Context: an optimization exercise on an open-source flow, tuned for small area, a short achievable clock period and few clock cycles per item. The choices shown serve that exercise and are no tape-out recipe.
Function not checked in this run: the RTL went through the layout flow alone.

`flow/config.mk`:
```
export PLATFORM = sky130hd
export DESIGN_NAME = ce_aes
export DESIGN_NICKNAME = ce_aes
export VERILOG_FILES = /design/flow/design.v
export SDC_FILE = /design/flow/constraint.sdc
export NUM_CORES = 4
export LEC_CHECK = 0
export CAP_MARGIN = 20
export CORE_MARGIN = 2
export CORE_UTILIZATION = 20
export GPL_ROUTABILITY_DRIVEN = 1
export PLACE_DENSITY = 0.3
export SLEW_MARGIN = 20
export SYNTH_HIERARCHICAL = 1
export SYNTH_MINIMUM_KEEP_SIZE = 0
```
`flow/constraint.sdc`:
```
create_clock -name core_clock -period 10.0 [get_ports {clk}]
set_input_delay 2.0000 -clock core_clock [delete_from_list [all_inputs] [get_ports {clk}]]
set_output_delay 2.0000 -clock core_clock [all_outputs]
set_load 0.01 [all_outputs]
```
`flow/design.v`:
```
module ce_aes_sbox (
    input  wire [7:0] sbox_in,
    output wire [7:0] sbox_out
);
  wire U0 = sbox_in[7], U1 = sbox_in[6], U2 = sbox_in[5], U3 = sbox_in[4];
  wire U4 = sbox_in[3], U5 = sbox_in[2], U6 = sbox_in[1], U7 = sbox_in[0];
  wire T1;
  ce_aes_gx g_T1 (.a(U0), .b(U3), .y(T1));
  wire T2;
  ce_aes_gx g_T2 (.a(U0), .b(U5), .y(T2));
  wire T3;
  ce_aes_gx g_T3 (.a(U0), .b(U6), .y(T3));
  wire T4;
  ce_aes_gx g_T4 (.a(U3), .b(U5), .y(T4));
  wire T5;
  ce_aes_gx g_T5 (.a(U4), .b(U6), .y(T5));
  wire T6;
  ce_aes_gx g_T6 (.a(T1), .b(T5), .y(T6));
  wire T7;
  ce_aes_gx g_T7 (.a(U1), .b(U2), .y(T7));
  wire T8;
  ce_aes_gx g_T8 (.a(U7), .b(T6), .y(T8));
  wire T9;
  ce_aes_gx g_T9 (.a(U7), .b(T7), .y(T9));
  wire T10;
  ce_aes_gx g_T10 (.a(T6), .b(T7), .y(T10));
  wire T11;
  ce_aes_gx g_T11 (.a(U1), .b(U5), .y(T11));
  wire T12;
  ce_aes_gx g_T12 (.a(U2), .b(U5), .y(T12));
  wire T13;
  ce_aes_gx g_T13 (.a(T3), .b(T4), .y(T13));
  wire T14;
  ce_aes_gx g_T14 (.a(T6), .b(T11), .y(T14));
  wire T15;
  ce_aes_gx g_T15 (.a(T5), .b(T11), .y(T15));
  wire T16;
  ce_aes_gx g_T16 (.a(T5), .b(T12), .y(T16));
  wire T17;
  ce_aes_gx g_T17 (.a(T9), .b(T16), .y(T17));
  wire T18;
  ce_aes_gx g_T18 (.a(U3), .b(U7), .y(T18));
  wire T19;
  ce_aes_gx g_T19 (.a(T7), .b(T18), .y(T19));
  wire T20;
  ce_aes_gx g_T20 (.a(T1), .b(T19), .y(T20));
  wire T21;
  ce_aes_gx g_T21 (.a(U6), .b(U7), .y(T21));
  wire T22;
  ce_aes_gx g_T22 (.a(T7), .b(T21), .y(T22));
  wire T23;
  ce_aes_gx g_T23 (.a(T2), .b(T22), .y(T23));
  wire T24;
  ce_aes_gx g_T24 (.a(T2), .b(T10), .y(T24));
  wire T25;
  ce_aes_gx g_T25 (.a(T20), .b(T17), .y(T25));
  wire T26;
  ce_aes_gx g_T26 (.a(T3), .b(T16), .y(T26));
  wire T27;
  ce_aes_gx g_T27 (.a(T1), .b(T12), .y(T27));
  wire M1;
  ce_aes_ga g_M1 (.a(T13), .b(T6), .y(M1));
  wire M2;
  ce_aes_ga g_M2 (.a(T23), .b(T8), .y(M2));
  wire M3;
  ce_aes_gx g_M3 (.a(T14), .b(M1), .y(M3));
  wire M4;
  ce_aes_ga g_M4 (.a(T19), .b(U7), .y(M4));
  wire M5;
  ce_aes_gx g_M5 (.a(M4), .b(M1), .y(M5));
  wire M6;
  ce_aes_ga g_M6 (.a(T3), .b(T16), .y(M6));
  wire M7;
  ce_aes_ga g_M7 (.a(T22), .b(T9), .y(M7));
  wire M8;
  ce_aes_gx g_M8 (.a(T26), .b(M6), .y(M8));
  wire M9;
  ce_aes_ga g_M9 (.a(T20), .b(T17), .y(M9));
  wire M10;
  ce_aes_gx g_M10 (.a(M9), .b(M6), .y(M10));
  wire M11;
  ce_aes_ga g_M11 (.a(T1), .b(T15), .y(M11));
  wire M12;
  ce_aes_ga g_M12 (.a(T4), .b(T27), .y(M12));
  wire M13;
  ce_aes_gx g_M13 (.a(M12), .b(M11), .y(M13));
  wire M14;
  ce_aes_ga g_M14 (.a(T2), .b(T10), .y(M14));
  wire M15;
  ce_aes_gx g_M15 (.a(M14), .b(M11), .y(M15));
  wire M16;
  ce_aes_gx g_M16 (.a(M3), .b(M2), .y(M16));
  wire M17;
  ce_aes_gx g_M17 (.a(M5), .b(T24), .y(M17));
  wire M18;
  ce_aes_gx g_M18 (.a(M8), .b(M7), .y(M18));
  wire M19;
  ce_aes_gx g_M19 (.a(M10), .b(M15), .y(M19));
  wire M20;
  ce_aes_gx g_M20 (.a(M16), .b(M13), .y(M20));
  wire M21;
  ce_aes_gx g_M21 (.a(M17), .b(M15), .y(M21));
  wire M22;
  ce_aes_gx g_M22 (.a(M18), .b(M13), .y(M22));
  wire M23;
  ce_aes_gx g_M23 (.a(M19), .b(T25), .y(M23));
  wire M24;
  ce_aes_gx g_M24 (.a(M22), .b(M23), .y(M24));
  wire M25;
  ce_aes_ga g_M25 (.a(M22), .b(M20), .y(M25));
  wire M26;
  ce_aes_gx g_M26 (.a(M21), .b(M25), .y(M26));
  wire M27;
  ce_aes_gx g_M27 (.a(M20), .b(M21), .y(M27));
  wire M28;
  ce_aes_gx g_M28 (.a(M23), .b(M25), .y(M28));
  wire M29;
  ce_aes_ga g_M29 (.a(M28), .b(M27), .y(M29));
  wire M30;
  ce_aes_ga g_M30 (.a(M26), .b(M24), .y(M30));
  wire M31;
  ce_aes_ga g_M31 (.a(M20), .b(M23), .y(M31));
  wire M32;
  ce_aes_ga g_M32 (.a(M27), .b(M31), .y(M32));
  wire M33;
  ce_aes_gx g_M33 (.a(M27), .b(M25), .y(M33));
  wire M34;
  ce_aes_ga g_M34 (.a(M21), .b(M22), .y(M34));
  wire M35;
  ce_aes_ga g_M35 (.a(M24), .b(M34), .y(M35));
  wire M36;
  ce_aes_gx g_M36 (.a(M24), .b(M25), .y(M36));
  wire M37;
  ce_aes_gx g_M37 (.a(M21), .b(M29), .y(M37));
  wire M38;
  ce_aes_gx g_M38 (.a(M32), .b(M33), .y(M38));
  wire M39;
  ce_aes_gx g_M39 (.a(M23), .b(M30), .y(M39));
  wire M40;
  ce_aes_gx g_M40 (.a(M35), .b(M36), .y(M40));
  wire M41;
  ce_aes_gx g_M41 (.a(M38), .b(M40), .y(M41));
  wire M42;
  ce_aes_gx g_M42 (.a(M37), .b(M39), .y(M42));
  wire M43;
  ce_aes_gx g_M43 (.a(M37), .b(M38), .y(M43));
  wire M44;
  ce_aes_gx g_M44 (.a(M39), .b(M40), .y(M44));
  wire M45;
  ce_aes_gx g_M45 (.a(M42), .b(M41), .y(M45));
  wire M46;
  ce_aes_ga g_M46 (.a(M44), .b(T6), .y(M46));
  wire M47;
  ce_aes_ga g_M47 (.a(M40), .b(T8), .y(M47));
  wire M48;
  ce_aes_ga g_M48 (.a(M39), .b(U7), .y(M48));
  wire M49;
  ce_aes_ga g_M49 (.a(M43), .b(T16), .y(M49));
  wire M50;
  ce_aes_ga g_M50 (.a(M38), .b(T9), .y(M50));
  wire M51;
  ce_aes_ga g_M51 (.a(M37), .b(T17), .y(M51));
  wire M52;
  ce_aes_ga g_M52 (.a(M42), .b(T15), .y(M52));
  wire M53;
  ce_aes_ga g_M53 (.a(M45), .b(T27), .y(M53));
  wire M54;
  ce_aes_ga g_M54 (.a(M41), .b(T10), .y(M54));
  wire M55;
  ce_aes_ga g_M55 (.a(M44), .b(T13), .y(M55));
  wire M56;
  ce_aes_ga g_M56 (.a(M40), .b(T23), .y(M56));
  wire M57;
  ce_aes_ga g_M57 (.a(M39), .b(T19), .y(M57));
  wire M58;
  ce_aes_ga g_M58 (.a(M43), .b(T3), .y(M58));
  wire M59;
  ce_aes_ga g_M59 (.a(M38), .b(T22), .y(M59));
  wire M60;
  ce_aes_ga g_M60 (.a(M37), .b(T20), .y(M60));
  wire M61;
  ce_aes_ga g_M61 (.a(M42), .b(T1), .y(M61));
  wire M62;
  ce_aes_ga g_M62 (.a(M45), .b(T4), .y(M62));
  wire M63;
  ce_aes_ga g_M63 (.a(M41), .b(T2), .y(M63));
  wire L0;
  ce_aes_gx g_L0 (.a(M61), .b(M62), .y(L0));
  wire L1;
  ce_aes_gx g_L1 (.a(M50), .b(M56), .y(L1));
  wire L2;
  ce_aes_gx g_L2 (.a(M46), .b(M48), .y(L2));
  wire L3;
  ce_aes_gx g_L3 (.a(M47), .b(M55), .y(L3));
  wire L4;
  ce_aes_gx g_L4 (.a(M54), .b(M58), .y(L4));
  wire L5;
  ce_aes_gx g_L5 (.a(M49), .b(M61), .y(L5));
  wire L6;
  ce_aes_gx g_L6 (.a(M62), .b(L5), .y(L6));
  wire L7;
  ce_aes_gx g_L7 (.a(M46), .b(L3), .y(L7));
  wire L8;
  ce_aes_gx g_L8 (.a(M51), .b(M59), .y(L8));
  wire L9;
  ce_aes_gx g_L9 (.a(M52), .b(M53), .y(L9));
  wire L10;
  ce_aes_gx g_L10 (.a(M53), .b(L4), .y(L10));
  wire L11;
  ce_aes_gx g_L11 (.a(M60), .b(L2), .y(L11));
  wire L12;
  ce_aes_gx g_L12 (.a(M48), .b(M51), .y(L12));
  wire L13;
  ce_aes_gx g_L13 (.a(M50), .b(L0), .y(L13));
  wire L14;
  ce_aes_gx g_L14 (.a(M52), .b(M61), .y(L14));
  wire L15;
  ce_aes_gx g_L15 (.a(M55), .b(L1), .y(L15));
  wire L16;
  ce_aes_gx g_L16 (.a(M56), .b(L0), .y(L16));
  wire L17;
  ce_aes_gx g_L17 (.a(M57), .b(L1), .y(L17));
  wire L18;
  ce_aes_gx g_L18 (.a(M58), .b(L8), .y(L18));
  wire L19;
  ce_aes_gx g_L19 (.a(M63), .b(L4), .y(L19));
  wire L20;
  ce_aes_gx g_L20 (.a(L0), .b(L1), .y(L20));
  wire L21;
  ce_aes_gx g_L21 (.a(L1), .b(L7), .y(L21));
  wire L22;
  ce_aes_gx g_L22 (.a(L3), .b(L12), .y(L22));
  wire L23;
  ce_aes_gx g_L23 (.a(L18), .b(L2), .y(L23));
  wire L24;
  ce_aes_gx g_L24 (.a(L15), .b(L9), .y(L24));
  wire L25;
  ce_aes_gx g_L25 (.a(L6), .b(L10), .y(L25));
  wire L26;
  ce_aes_gx g_L26 (.a(L7), .b(L9), .y(L26));
  wire L27;
  ce_aes_gx g_L27 (.a(L8), .b(L10), .y(L27));
  wire L28;
  ce_aes_gx g_L28 (.a(L11), .b(L14), .y(L28));
  wire L29;
  ce_aes_gx g_L29 (.a(L11), .b(L17), .y(L29));
  ce_aes_gx g_s7 (.a(L6), .b(L24), .y(sbox_out[7]));
  ce_aes_gxn g_s6 (.a(L16), .b(L26), .y(sbox_out[6]));
  ce_aes_gxn g_s5 (.a(L19), .b(L28), .y(sbox_out[5]));
  ce_aes_gx g_s4 (.a(L6), .b(L21), .y(sbox_out[4]));
  ce_aes_gx g_s3 (.a(L20), .b(L22), .y(sbox_out[3]));
  ce_aes_gx g_s2 (.a(L25), .b(L29), .y(sbox_out[2]));
  ce_aes_gxn g_s1 (.a(L13), .b(L27), .y(sbox_out[1]));
  ce_aes_gxn g_s0 (.a(L6), .b(L23), .y(sbox_out[0]));
endmodule
module ce_aes_gx (input wire a, input wire b, output wire y);
  assign y = a ^ b;
endmodule
module ce_aes_gxn (input wire a, input wire b, output wire y);
  assign y = ~(a ^ b);
endmodule
module ce_aes_ga (input wire a, input wire b, output wire y);
  assign y = a & b;
endmodule
module ce_aes (
    input  wire         clk,
    input  wire         rst,        
    input  wire         start,
    input  wire         key_256,    
    input  wire [255:0] key,
    input  wire [127:0] din,
    output wire         ready,
    output reg          done,
    output reg  [127:0] dout
);
  reg          busy;       
  reg          last;       
  reg          rdy;        
  reg  [3:0]   rnd;        
  reg          k256;
  reg  [127:0] state;
  reg  [127:0] ka;         
  reg  [127:0] kb;         
  reg  [31:0]  gw;         
  assign ready = rdy;
  function [7:0] xtime;
    input [7:0] a;
    xtime = {a[6:0], 1'b0} ^ (a[7] ? 8'h1b : 8'h00);
  endfunction
  function [31:0] rotw;
    input [31:0] w;
    rotw = {w[23:0], w[31:24]};
  endfunction
  function [7:0] rcon_f;
    input [3:0] i;
    case (i)
      4'd1:    rcon_f = 8'h01;
      4'd2:    rcon_f = 8'h02;
      4'd3:    rcon_f = 8'h04;
      4'd4:    rcon_f = 8'h08;
      4'd5:    rcon_f = 8'h10;
      4'd6:    rcon_f = 8'h20;
      4'd7:    rcon_f = 8'h40;
      4'd8:    rcon_f = 8'h80;
      4'd9:    rcon_f = 8'h1b;
      4'd10:   rcon_f = 8'h36;
      default: rcon_f = 8'h00;
    endcase
  endfunction
  wire        use_rot = k256 ? rnd[0] : 1'b1;
  wire [3:0]  rc_idx  = k256 ? ((rnd + 4'd1) >> 1) : rnd;
  wire [7:0]  rc      = use_rot ? rcon_f(rc_idx) : 8'h00;
  wire [31:0] g_sub;
  ce_aes_sbox u_ks0 (.sbox_in(gw[31:24]), .sbox_out(g_sub[31:24]));
  ce_aes_sbox u_ks1 (.sbox_in(gw[23:16]), .sbox_out(g_sub[23:16]));
  ce_aes_sbox u_ks2 (.sbox_in(gw[15:8]),  .sbox_out(g_sub[15:8]));
  ce_aes_sbox u_ks3 (.sbox_in(gw[7:0]),   .sbox_out(g_sub[7:0]));
  wire [31:0] g_out = g_sub ^ {rc, 24'h000000};
  wire [31:0] p0 = ka[127:96];
  wire [31:0] p1 = p0 ^ ka[95:64];
  wire [31:0] p2 = p1 ^ ka[63:32];
  wire [31:0] p3 = p2 ^ ka[31:0];
  wire [127:0] kexp = {p0 ^ g_out, p1 ^ g_out, p2 ^ g_out, p3 ^ g_out};
  wire [127:0] rk = k256 ? kb : kexp;
  wire next_rot = !k256 || !rnd[0];
  wire [127:0] sb;    
  genvar n;
  generate
    for (n = 0; n < 16; n = n + 1) begin : g_sbox
      ce_aes_sbox u_sb (.sbox_in(state[127-8*n -: 8]), .sbox_out(sb[127-8*n -: 8]));
    end
  endgenerate
  wire [127:0] sr;
  generate
    for (n = 0; n < 16; n = n + 1) begin : g_shift
      localparam integer R = n % 4;
      localparam integer C = n / 4;
      localparam integer SRC = 4 * ((C + R) % 4) + R;
      assign sr[127-8*n -: 8] = sb[127-8*SRC -: 8];
    end
  endgenerate
  wire [127:0] round_out;
  generate
    for (n = 0; n < 4; n = n + 1) begin : g_mix
      wire [7:0] a0 = sr[127-32*n -: 8];
      wire [7:0] a1 = sr[119-32*n -: 8];
      wire [7:0] a2 = sr[111-32*n -: 8];
      wire [7:0] a3 = sr[103-32*n -: 8];
      wire [7:0] t  = a0 ^ a1 ^ a2 ^ a3;
      wire [7:0] m  = last ? 8'h00 : 8'hff;
      wire [31:0] k = rk[127-32*n -: 32];
      assign round_out[127-32*n -: 32] =
          {a0 ^ k[31:24] ^ (m & (t ^ xtime(a0 ^ a1))),
           a1 ^ k[23:16] ^ (m & (t ^ xtime(a1 ^ a2))),
           a2 ^ k[15:8]  ^ (m & (t ^ xtime(a2 ^ a3))),
           a3 ^ k[7:0]   ^ (m & (t ^ xtime(a3 ^ a0)))};
    end
  endgenerate
  wire [3:0] nr_m1 = k256 ? 4'd13 : 4'd9;
  always @(posedge clk) begin
    if (rst) begin
      busy <= 1'b0;
      last <= 1'b0;
      rdy  <= 1'b1;
      done <= 1'b0;
    end else begin
      done <= busy && last;
      busy <= start || !rdy;
      last <= !rdy && (rnd == nr_m1);
      rdy  <= (!start && rdy) || (!rdy && (rnd == nr_m1));
    end
  end
  always @(posedge clk) begin
    dout <= round_out;
    if (rdy) begin
      k256  <= key_256;
      rnd   <= 4'd1;
      state <= din ^ key[255:128];
      ka    <= key[255:128];
      kb    <= key[127:0];
      gw    <= rotw(key_256 ? key[31:0] : key[159:128]);
    end else begin
      rnd   <= rnd + 4'd1;
      state <= round_out;
      ka    <= k256 ? kb : kexp;
      kb    <= kexp;
      gw    <= next_rot ? rotw(kexp[31:0]) : kexp[31:0];   
    end
  end
endmodule
```
`flow/run.sh`:
```
#!/bin/bash
# synth_recipe.tcl (not shown) runs the flow's synth.tcl, then flattens the netlist and writes it again
# the make line also repeats each setting of config.mk as NAME=value (left out here)
make -C /OpenROAD-flow-scripts/flow DESIGN_CONFIG=/design/flow/config.mk WORK_HOME=/design/flow/orfs CLKGATE_MAP_FILE= SYNTH_SCRIPT=/design/flow/synth_recipe.tcl finish
```
==> results.py <==
metrics = {
    "synthesis": {
        "synth_nets": 5662,
        "yosys_register_bits": 553,
        "synth_edf_count": 1,
        "synth.avg_cell_area_um2": 9.12,
        "synth_cell_types": 58,
        "ys.flop_type": "dfxtp_1",
        "ys_warn_count": 7,
        "syn_area_mm2": 0.0481,
        "ys_seq_area_frac": 0.231,
        "ys_async_sr_fraction": 0,
        "synthCells": 5268,
    },
    "job": {
        "cap_violations": 0,
    },
    "layout": {
        "nets": 6184,
        "syn2layout_area_growth_pct": 24.8,
        "layout_common_cells": "2077 x xor2_1, 685 x and2_1, 623 x xnor2_1",
        "drive_gt1_frac": 0.0692,
        "layout_commonest_cell": "xor2_1",
        "fill_cells": 25838,
        "final_core_util": 0.252,
    },
    "placed_design": {
        "place_hpwl_um": 193000,
        "place_congestion": 0.827,
        "pre_cts_ws_ns": 1.66,
        "io_buffers": 517,
    },
    "sta": {
        "setup_tns_ns": 0,
        "rsz0062_at_grt": "false",
        "timing.slew.headroom": 0.186,
        "finalCritPeriodShare": 0.828,
        "hold_viol": 0,
        "layout_min_cycle_time_ns": 8.28,
        "worstMarginPinSlew_ns": 1.22,
        "setup_viol": 0,
        "drv_slew": 0,
        "skew_ns": 0.0528,
        "timing.final.ws_setup_ns": 1.72,
        "timing.fmax_mhz": 121,
    },
    "worst_setup_path": {
        "start_kind": "flip-flop",
        "cp.required_ns": 10.63,
        "crit_fanout": 5,
        "critPathCaptureType": "flip-flop",
        "crit_type": "flip-flop to flip-flop",
        "cp.arrival_ns": 8.91,
    },
    "global_route": {
        "use_met1": 0.244,
        "antenna_found_initial": 39,
        "grt_pass1_vias": 37499,
        "grtUsageTotal": 0.180,
        "grt_use_met3": 0.0204,
        "top_usage_layer": "met2",
        "grt_overflow": 0,
        "grt_pass1_wl_um": 305000,
        "grt_max_degree": 164,
        "grt_use_met2": 0.306,
    },
    "floorplanning": {
        "die_w_um": 494,
        "io_pins": 518,
        "rows": 179,
        "die_y_um": 494,
        "coreArea_mm2": 0.238,
        "start_util": 0.202,
        "die_area_mm2": 0.244,
    },
    "routing": {
        "routed_wl_um": 225000,
        "num_vias": 35496,
        "avgViaCountPerCell": 3.93,
        "antenna_left": 0,
        "drt_pass1_iterations": 5,
        "drt-wirelength-per-cell_um": 24.9,
        "drc_errors": 0,
        "dr.first_iter.drc_count": 1729,
    },
    "clock_network": {
        "max-clock-path-buffers": 3,
        "cts_tree": "yes",
        "htreeDepth": 3,
        "cts-root-buf": "clkbuf_16",
        "clkTransAtPathRegs_ns": 0.06,
        "postCtsHoldBufs": 0,
        "cts_made_buffers": 81,
        "clock_sinks": 553,
        "postCtsSetupRepairBufs": 0,
        "cts_resized": 0,
        "clk_latency_ns": 0.75,
    },
    "status": {
        "status": "complete, no violations",
    },
    "min_path": {
        "hold_path.class": "flip-flop to flip-flop",
    },
}
==> modules after synthesis, one instance, submodules excluded, excerpt <==
module,flops+latches,copies in the design,cells inside
ce_aes_ga,0,680,1
ce_aes,553,1,2708
ce_aes_gxn,0,80,1
ce_aes_gx,0,1800,1
==> Yosys cell counts, types with 9 or more instances <==
library cell / number / area [um^2]
mux2i_1: 112 / 1120
nand2_1: 201 / 754
xnor2_2: 12 / 195
buf_1: 20 / 75.1
inv_1: 28 / 105
dfxtp_1: 552 / 11100
clkbuf_1: 85 / 319
o21ai_0: 173 / 866
nor2b_1: 10 / 62.6
buf_2: 13 / 65.1
mux2_2: 190 / 2140
xnor2_1: 624 / 5470
a211oi_1: 17 / 128
o21a_1: 9 / 67.6
xor2_1: 2077 / 18200
nor2_1: 219 / 822
xnor3_1: 41 / 923
a21oi_1: 100 / 500
nor3_1: 13 / 65.1
and2_1: 685 / 4290
==> per-stage QoR <==
step                std cells  hold WS [ns]  area, um^2
CTS                      9021         0.424       59900
finish                   9032         0.429       60000
detailed placement       8874         0.416       57100
global route             9023         0.452       59900
floorplan                5268         0.404       48100
global placement         8874         0.419       57100
==> cells by family after synthesis <==
| logic type | synth area share |
|---|---|
| buf+inv | 0.0127 |
| simple gates | 0.129 |
| compound gates | 0.0386 |
| flops | 0.231 |
| fa+ha+maj | 0.00156 |
| mux | 0.0686 |
| xor+xnor | 0.519 |
==> metal layers <==
metal	part of all wire	wire (um)
met5	0.000049	11
met4	0.019	4240
met3	0.028	6330
met2	0.48	107000
met1	0.48	107000
==> sequential cells by signal (all words and copies together) (netlist names) <==
| register | cells |
|---|---|
| state | 128 |
| rdy | 1 |
| ka | 128 |
| rnd | 4 |
| done | 1 |
| last | 1 |
| gw | 32 |
| kb | 128 |
| busy | 1 |
| dout | 128 |
| k256 | 1 |
==> worst max-delay path, stage by stage, from the launching register on <==
cell     delay (ns)
dfxtp_1        0.41
xor2_1         0.48
xor2_1         0.52
xor2_1         0.33
and2_1         0.19
xor2_1         0.27
xor2_1         0.21
xor2_1         0.41
xor2_1         0.28
xor2_1         0.19
xor2_1         0.38
xor2_1         0.29
xor2_1         0.20
and2_1         0.20
xor2_1         0.31
xor2_1         0.21
xor2_1         0.58
xnor3_1        0.66
xnor2_1        0.86
xnor2_1        0.33
o21ai_0        0.35
xnor2_1        0.25
nor2_1         0.07
a21oi_1        0.20
==> layout make-up <==
class | instances | area, um^2 | area share
sequential | 553 | 11100 | 0.185
clock inverter | 36 | 509 | 0.00849
tap | 3167 | 3960 | 0.0661
inverter | 29 | 111 | 0.00186
multi-input combinational | 4563 | 36400 | 0.607
clock buffer | 111 | 2310 | 0.0385
timing repair buffer | 562 | 5560 | 0.0927
antenna | 11 | 27.5 | 0.000459
==> final timing paths <==
kind | start | to | slack, ns | depth (start not counted)
setup / recovery | gw[12] | state[15] | 1.72 | 23
hold / removal | busy | done | 0.43 | 2
setup reg to reg | gw[12] | state[15] | 1.72 | 23
hold reg to reg | busy | done | 0.43 | 2

static timing again, ports no longer ideal:
No port has a modelled driver above. Below, the same layout with a new extraction and two added sets of constraints.
Step 1 sets driving cells, clkbuf_16 on the clock port and buf_2 on the other inputs (assumed; they add their load-dependent delay and slew).
Step 2 moves the port delays by t, midway between the first and last clock arrival at a register: inputs arrive t later, outputs are due t later. That takes back most of the time a late clock gives input paths.
Three values: no drivers, after step 1, after step 2; two values: the first two.
t, ns: 0.809
setup slack, ns: 1.716 / 1.716 / 1.716
slew at the worst register clock pin (ns): 0.07 / 0.07
After both steps setup and hold are still met in this run. For this run, drivers alone change the setup slack by 0.000 ns; drivers and shift together by 0.000 ns.
